This design comes from an exercise in tuning for small area and a short achievable clock period on the open sky130 flow, not from production work. Only simulation tests tie the RTL to the original design; equivalence was not proved. Power and IR drop assume default switching activity.

**constraint.sdc**
```tcl
create_clock -name core_clock -period 12.0 [get_ports {clk}]
set_input_delay 2.4000 -clock core_clock [delete_from_list [all_inputs] [get_ports {clk}]]
set_output_delay 2.4000 -clock core_clock [all_outputs]
set_load 0.01 [all_outputs]
```
**run.sh**
```bash
#!/bin/bash
# synth_recipe.tcl (not shown) runs the flow's synth.tcl, then flattens the netlist and writes it again
# the make line also repeats each setting of config.mk as NAME=value (left out here)
make -C /OpenROAD-flow-scripts/flow DESIGN_CONFIG=/design/flow/config.mk WORK_HOME=/design/flow/orfs CLKGATE_MAP_FILE= SYNTH_SCRIPT=/design/flow/synth_recipe.tcl finish
```
**design.v**
```verilog
module cvt_narrow (
    input  wire [2:0]  rm,
    input  wire        neg,
    input  wire        n0,
    input  wire [15:0] f,
    input  wire        sticky,
    input  wire [15:0] g,
    output reg         up
);
    wire        inexact = (f != 16'd0) || sticky;
    wire [16:0] sum     = {1'b0, f} + {1'b0, g};
    always @* begin
        case (rm)
            3'd0:    up = f[15] && ((f[14:0] != 15'd0) || sticky || n0);
            3'd1:    up = 1'b0;
            3'd2:    up = neg && inexact;
            3'd3:    up = !neg && inexact;
            default: up = sum[16];
        endcase
    end
endmodule
module cvt_lane (
    input  wire [31:0] x,
    input  wire [15:0] g,
    input  wire [2:0]  fmt,       
    input  wire [2:0]  rm,
    input  wire        denorm,
    output reg  [15:0] res,
    output reg         ovf,
    output reg         flushed,
    output reg         nan_lost
);
    wire        s = x[31];
    wire [7:0]  e = x[30:23];
    wire [22:0] m = x[22:0];
    wire e_zero = (e == 8'h00);
    wire e_ones = (e == 8'hFF);
    wire m_zero = (m == 23'd0);
    wire is_nan  = e_ones && !m_zero;
    wire is_inf  = e_ones && m_zero;
    wire is_zero = e_zero && m_zero;
    wire in_flush = e_zero && !m_zero && !denorm;    
    wire f_bf = (fmt == 3'd0);
    wire f_fp = (fmt == 3'd1);
    wire f_e4 = (fmt == 3'd2);
    wire f_e5 = (fmt == 3'd3);
    wire f_e2 = !(f_bf || f_fp || f_e4 || f_e5);
    wire keep_sub = denorm || f_e2;                  
    wire [23:0] sig = {!e_zero, m};
    wire [7:0]  ee  = {e[7:1], e[0] | e_zero};
    reg [6:0] k;
    reg [3:0] t0;                                    
    always @* begin
        case (1'b1)
            f_bf:    begin k = 7'd1;   t0 = 4'd3; end
            f_fp:    begin k = 7'd113; t0 = 4'd0; end
            f_e4:    begin k = 7'd121; t0 = 4'd7; end
            f_e5:    begin k = 7'd113; t0 = 4'd8; end
            default: begin k = 7'd127; t0 = 4'd9; end
        endcase
    end
    wire signed [9:0] eb = $signed({2'b00, ee}) - $signed({3'b000, k});
    wire              below = eb[9];                 
    wire              sub   = keep_sub && below;
    wire [9:0]        neb = -eb;
    wire [5:0]        dsub = (sub ? ((neb > 10'd27) ? 6'd27 : neb[5:0]) : 6'd0);
    wire [5:0]        tsum = {2'b00, t0} + dsub;
    wire [4:0]        t    = (tsum > 6'd27) ? 5'd27 : tsum[4:0];
    wire [26:0] z = {sig, 3'b000} >> t;
    wire [10:0] n = z[26:16];
    wire [15:0] f = z[15:0];
    reg [4:0] tz;
    integer i;
    always @* begin
        tz = 5'd24;
        for (i = 23; i >= 0; i = i - 1)
            if (sig[i]) tz = i[4:0];
    end
    wire sticky = ({1'b0, tz} + 6'd3) < {1'b0, t};
    wire up;
    cvt_narrow u_rnd (.rm(rm), .neg(s), .n0(n[0]), .f(f), .sticky(sticky), .g(g), .up(up));
    wire [11:0] nr = {1'b0, n} + {11'd0, up};
    reg [1:0] h;
    always @* begin
        case (1'b1)
            f_bf:    h = nr[8:7];
            f_fp:    h = nr[11:10];
            f_e4:    h = nr[4:3];
            f_e5:    h = nr[3:2];
            default: h = nr[2:1];
        endcase
    end
    wire signed [9:0] base = sub ? 10'sd0 : eb;
    wire signed [9:0] fe   = base + $signed({8'd0, h});    
    wire              fe_le0 = (fe <= 10'sd0);
    reg over;
    reg [2:0] mlow;
    always @* begin
        mlow = nr[2:0];
        case (1'b1)
            f_bf:    over = (fe >= 10'sd255);
            f_fp:    over = (fe >= 10'sd31);
            f_e4:    over = (fe >= 10'sd16) || ((fe == 10'sd15) && (mlow == 3'd7));
            f_e5:    over = (fe >= 10'sd31);
            default: over = (fe >= 10'sd4);
        endcase
    end
    wire mant_zero = (nr[9:0] & (f_fp ? 10'h3FF : f_bf ? 10'h07F : f_e4 ? 10'h007 :
                                 f_e5 ? 10'h003 : 10'h001)) == 10'd0;
    wire tiny_zero = fe_le0 && (!keep_sub || mant_zero);
    wire inf_res = (rm == 3'd0) || (rm == 3'd4) || ((rm == 3'd2) && s) || ((rm == 3'd3) && !s);
    always @* begin
        res      = 16'd0;
        ovf      = 1'b0;
        flushed  = 1'b0;
        nan_lost = 1'b0;
        if (is_nan) begin
            case (1'b1)
                f_bf:    res = {s, 15'h7FC0};
                f_fp:    res = {s, 15'h7E00};
                f_e4:    res = {8'd0, s, 7'h7F};
                f_e5:    res = {8'd0, s, 7'h7E};
                default: nan_lost = 1'b1;
            endcase
        end else if (is_zero || in_flush || (!is_inf && !over && tiny_zero)) begin
            flushed = !is_zero;
            case (1'b1)
                f_bf, f_fp: res = {s, 15'd0};
                f_e4, f_e5: res = {8'd0, s, 7'd0};
                default:    res = {12'd0, s, 3'd0};
            endcase
        end else if (is_inf || over) begin
            ovf = is_inf || (rm != 3'd1);
            if (is_inf || inf_res)
                case (1'b1)
                    f_bf:    res = {s, 15'h7F80};
                    f_fp:    res = {s, 15'h7C00};
                    f_e4:    res = {8'd0, s, 7'h7E};
                    f_e5:    res = {8'd0, s, 7'h7C};
                    default: res = {12'd0, s, 3'h7};
                endcase
            else
                case (1'b1)
                    f_bf:    res = {s, 15'h7F7F};
                    f_fp:    res = {s, 15'h7BFF};
                    f_e4:    res = {8'd0, s, 7'h7E};
                    f_e5:    res = {8'd0, s, 7'h7B};
                    default: res = {12'd0, s, 3'h7};
                endcase
        end else begin
            case (1'b1)
                f_bf:    res = {s, fe[7:0], nr[6:0]};
                f_fp:    res = {s, fe[4:0], nr[9:0]};
                f_e4:    res = {8'd0, s, fe[3:0], nr[2:0]};
                f_e5:    res = {8'd0, s, fe[4:0], nr[1:0]};
                default: res = {12'd0, s, fe[1:0], nr[0]};
            endcase
        end
    end
endmodule
module cvtn_slice #(
    parameter LANES = 4
) (
    input  wire                 clk,
    input  wire                 rst_n,
    input  wire                 in_valid,
    input  wire [2:0]           in_fmt,
    input  wire [2:0]           in_rm,
    input  wire                 in_denorm,
    input  wire [32*LANES-1:0]  in_x,
    input  wire [16*LANES-1:0]  in_g,
    output reg                  out_valid,
    output reg  [16*LANES-1:0]  out_res,
    output reg  [LANES-1:0]     out_ovf,
    output reg  [LANES-1:0]     out_flushed,
    output reg  [LANES-1:0]     out_nan_lost
);
    wire [16*LANES-1:0] res;
    wire [LANES-1:0]    ovf, flushed, nan_lost;
    genvar l;
    generate
        for (l = 0; l < LANES; l = l + 1) begin : g_lane
            cvt_lane u_lane (
                .x(in_x[32*l +: 32]), .g(in_g[16*l +: 16]),
                .fmt(in_fmt), .rm(in_rm), .denorm(in_denorm),
                .res(res[16*l +: 16]), .ovf(ovf[l]), .flushed(flushed[l]),
                .nan_lost(nan_lost[l]));
        end
    endgenerate
    always @(posedge clk) begin
        if (!rst_n) out_valid <= 1'b0;
        else        out_valid <= in_valid;
        out_res      <= res;
        out_ovf      <= ovf;
        out_flushed  <= flushed;
        out_nan_lost <= nan_lost;
    end
endmodule
```
**config.mk**
```make
export PLATFORM = sky130hd
export DESIGN_NAME = cvtn_slice
export DESIGN_NICKNAME = cvtn_slice
export VERILOG_FILES = /design/flow/design.v
export SDC_FILE = /design/flow/constraint.sdc
export NUM_CORES = 4
export LEC_CHECK = 0
export CAP_MARGIN = 20
export CORE_MARGIN = 2
export CORE_UTILIZATION = 35
export PLACE_DENSITY = 0.5
export SLEW_MARGIN = 20
```
==> run notes <==
[sequential cells by signal, summed over array words and instances, names as in the netlist]
signal	cells
out_flushed	4
out_nan_lost	4
out_ovf	4
out_res	64
out_valid	1
[per-layer routing]
layer  vias up  routed length [um]  GRT usage
met5         -                   0          0
met4         0                4514     0.1307
met3       256                5679    0.03287
met2      1067               50370     0.5589
met1     14120               44690     0.4027
li1      14120                   -          -
[stage by stage]
step	setup TNS, ns	std cells	cell area [um^2]	util	power (uW)
floorplan	-97.74	3076	21610	-	2037
global placement	-173.10	4893	31680	0.5388	3618
detailed placement	-186.64	4893	31680	0.5388	3647
CTS	-117.30	4936	32870	0.5591	4108
global route	-150.65	5030	35620	0.6058	4757
finish	-113.56	5030	35620	0.6058	4484
[synthesized netlist by cell type, drive strengths merged (15+ instances only)]
library cell,number,area share
a211o,26,0.011
a211oi,72,0.028
a21o,50,0.018
a21oi,246,0.060
a221oi,26,0.012
a22oi,29,0.010
a31oi,46,0.015
and2,29,0.0087
and3,25,0.0075
buf,37,0.0095
clkbuf,141,0.026
dfxtp,77,0.074
ha,144,0.087
inv,113,0.020
mux2,27,0.015
mux2i,124,0.060
nand2,319,0.058
nand2b,32,0.010
nand3,96,0.024
nand4,55,0.017
nor2,324,0.059
nor2b,29,0.0087
nor3,122,0.031
nor4,62,0.024
o211ai,30,0.011
o21a,28,0.010
o21ai,220,0.054
o21bai,23,0.0083
o221ai,26,0.011
o22ai,51,0.016
o31ai,42,0.016
o32ai,15,0.0067
or2,23,0.0069
or3,32,0.0099
or4,18,0.0067
xnor2,58,0.024
xor2,45,0.019
[cell usage in the layout (no fill, tap or decap), drive strengths merged, types with 27 or more instances in the layout]
cell and n:
mux2i 124, o31ai 42, a22oi 29, or3 32
and2 29, nand2b 32, clkdlybuf4s50 243, nand3 96
xnor2 58, a21o 50, nor3 122, nor2 324
nand2 319, nand4 55, o21ai 220, buf 1066
inv 113, a21oi 247, nor4 62, mux2 27
o211ai 30, o21a 28, o22ai 51, dfxtp 77
a31oi 46, a211oi 72, ha 144, xor2 45
nor2b 29
[critical path, delay by kind of cell]
kind	cells	cell delay, ns
AOI/OAI and AO/OA	22	4.12
and+or+nand+nor	18	3.38
adders and majority gates	7	1.78
buffers and inverters	12	1.45
muxes	3	0.62
xor gates and xnor gates	3	0.53
[layout make-up]
type | count | area [um^2]
fillers | 5394 | 23180
multi-input cells | 2708 | 21060
repair buffers | 1342 | 11270
flip-flops and latches | 77 | 1541
well taps | 773 | 967.2
inverters | 114 | 478.0
clock buffers | 9 | 225.2
clock inverters | 7 | 80.08
[worst max-delay path by stage]
stage / from / end / slack [ns]
after floorplan: in_fmt[1] / out_res[7] / -1.83
after global placement: in_fmt[1] / out_res[1] / -3.22
after detailed placement: in_fmt[1] / out_res[1] / -3.35
after CTS: in_x[122] / out_res[49] / -2.05
after global routing: in_fmt[0] / out_res[1] / -2.47
final: in_fmt[2] / out_res[1] / -2.09
[repair_timing]
item / 4_1_cts / 5_1_grt
cloned: 1 / 4
endpoints found under the setup margin: 68 / 68
gates resized for setup: 153 / 477
setup buffers: 26 / 97
pin swaps: 41 / 280
[power by group through the flow]
stage	logic, uW	clock network [uW]	registers (uW)
final	3820	308	352
after global routing	4090	319	354
after CTS	3440	313	351
after detailed placement	3290	0	356
after global placement	3260	0	356
after floorplan	1680	0	361
[logic make-up after synthesis]
group	Yosys count
DFF	77
and+or+nand+nor	1214
muxes	152
xor gates and xnor gates	103
AOI/OAI and AO/OA	1081
adders and majority gates	157
buffers and inverters	292
==> flow_metrics.env <==
export IMPL_clk_path_buf_depth=2
export IMPL_drive_gt1_frac=0.3949
export IMPL_via_per_inst=5.877
export IMPL_setup_ws_ns=-2.086
export IMPL_ys_seq_area_frac=0.07431
export IMPL_maxCapViolations=0
export IMPL_cts_tree="built"
export IMPL_p_switching_uw=2127
export IMPL_synth_adder_area_share=0.09892
export IMPL_wl_mm=105.3
export IMPL_synth_compound_area_frac=0.3585
export IMPL_avgRoutedWirePerCell_um=20.93
export IMPL_required_ns=12.22
export IMPL_synth_seq_cells=77
export IMPL_post_dp_hpwl_mm=83.68
export IMPL_dp_slack_ns=-3.351
export IMPL_syn_avg_cell_area_um2=6.744
export IMPL_pin_count=279
export IMPL_track_usage=0.3209
export IMPL_endpoint_kind="flop"
export IMPL_grt_setup_unrepaired="true"
export IMPL_outcome="failed layout checks"
export IMPL_crit_path_top_delay_cell="or3_4"
export IMPL_synth_area_um2=20740
export IMPL_holdPathStages=2
export IMPL_hold_buffers=0
export IMPL_die_h_um=247.5
export IMPL_h_tree_depth=3
export IMPL_antennaDiodeCount=0
export IMPL_rows=89
export IMPL_finalCritPeriodShare=1.174
export IMPL_fin_crit_ns=14.09
export IMPL_syn_num_nets=3434
export IMPL_p_comb_frac=0.853
export IMPL_hp_start="in_valid"
export IMPL_min_to="out_valid"
export IMPL_start_kind="primary input"
export IMPL_yosysWarnings=3
export IMPL_area_growth_pct=71.72
export IMPL_crit_top_cell="or3_4"
export IMPL_fin_hold_ws_ns=2.585
export IMPL_synth_top_family_by_area="compound AO/OA/AOI/OAI gates"
export IMPL_worstPathArrival_ns=14.31
export IMPL_antenna_found_initial=1
export IMPL_core_area_um2=58800
export IMPL_ir_drop_mv=0.09067
export IMPL_die_w_um=247.5
export IMPL_critPathMaxStageDelay_ns=0.43
export IMPL_worst_pin_slew_ns=1.129
export IMPL_die_area_um2=61230
export IMPL_clk_pin_slew_ns=0.07
export IMPL_grt_start_max_net_pins=27
export IMPL_gp_congestion=0.9555
export IMPL_grt_pass1_wl_mm=156.5
export IMPL_criticalPathCategory="in2reg"
export IMPL_clock_sinks=77
export IMPL_synth_edf_count=0
export IMPL_finalHoldViolations=0
export IMPL_setup_violations=68
export IMPL_failed_checks="negative setup slack"
export IMPL_start_util=0.3528
export IMPL_vias=29560
export IMPL_synth_cells=3076
export IMPL_synth_xor_area_share=0.04349
export IMPL_synth_ff_type="dfxtp_1"
export IMPL_hp_class="in2reg"
export IMPL_synthMuxAreaShare=0.07636
export IMPL_p_leak_uw=0.01531
export IMPL_root_buffer="clkbuf_16"
export IMPL_p_int_uw=2357
export IMPL_ys_types=131
export IMPL_relSlewSlack=0.2431
export IMPL_drc=0
export IMPL_synthSimpleGateAreaFrac=0.2927
export IMPL_clkPwrFrac=0.069
export IMPL_drv_slew=0
export IMPL_detail_route_antenna_nets=0
export IMPL_grt_pass1_vias=28690
export IMPL_fmaxAchievable_ghz=0.07099
export IMPL_power_density_nw_per_um2=125.9
export IMPL_cts_inserted_buffers=9
export IMPL_drtIter0Drc=2158
export IMPL_async_reset_ff_frac=0
export IMPL_final_nets=4610
export IMPL_grt_remaining_overflow=0
export IMPL_io_buffers=278
export IMPL_crit_fanout=6
export IMPL_pwr_share_seq=0.079
export IMPL_power_share_switching=0.4744
export IMPL_first_pass_iters=8

## what the ideal ports hide
No port has a modelled driver above. Below, the same layout with a new extraction and two added sets of constraints.
Step 1 assumes that a clkbuf_16 drives the clock port and a buf_2 every other input.
Step 2 times the ports against the registers' clock, not the clock port: input delays grow and output delays shrink by t, the midpoint of the rising clock arrivals with the driver on.
Three values: no drivers, after step 1, after step 2; two values: the first two.
shift t [ns]: 0.448
slack for setup (ns): -2.086 / -2.079 / -2.526
clock arrival spread, ns: 0.017 / 0.017
The setup slack of this run moves by +0.007 ns with the drivers and by -0.440 ns with both steps.
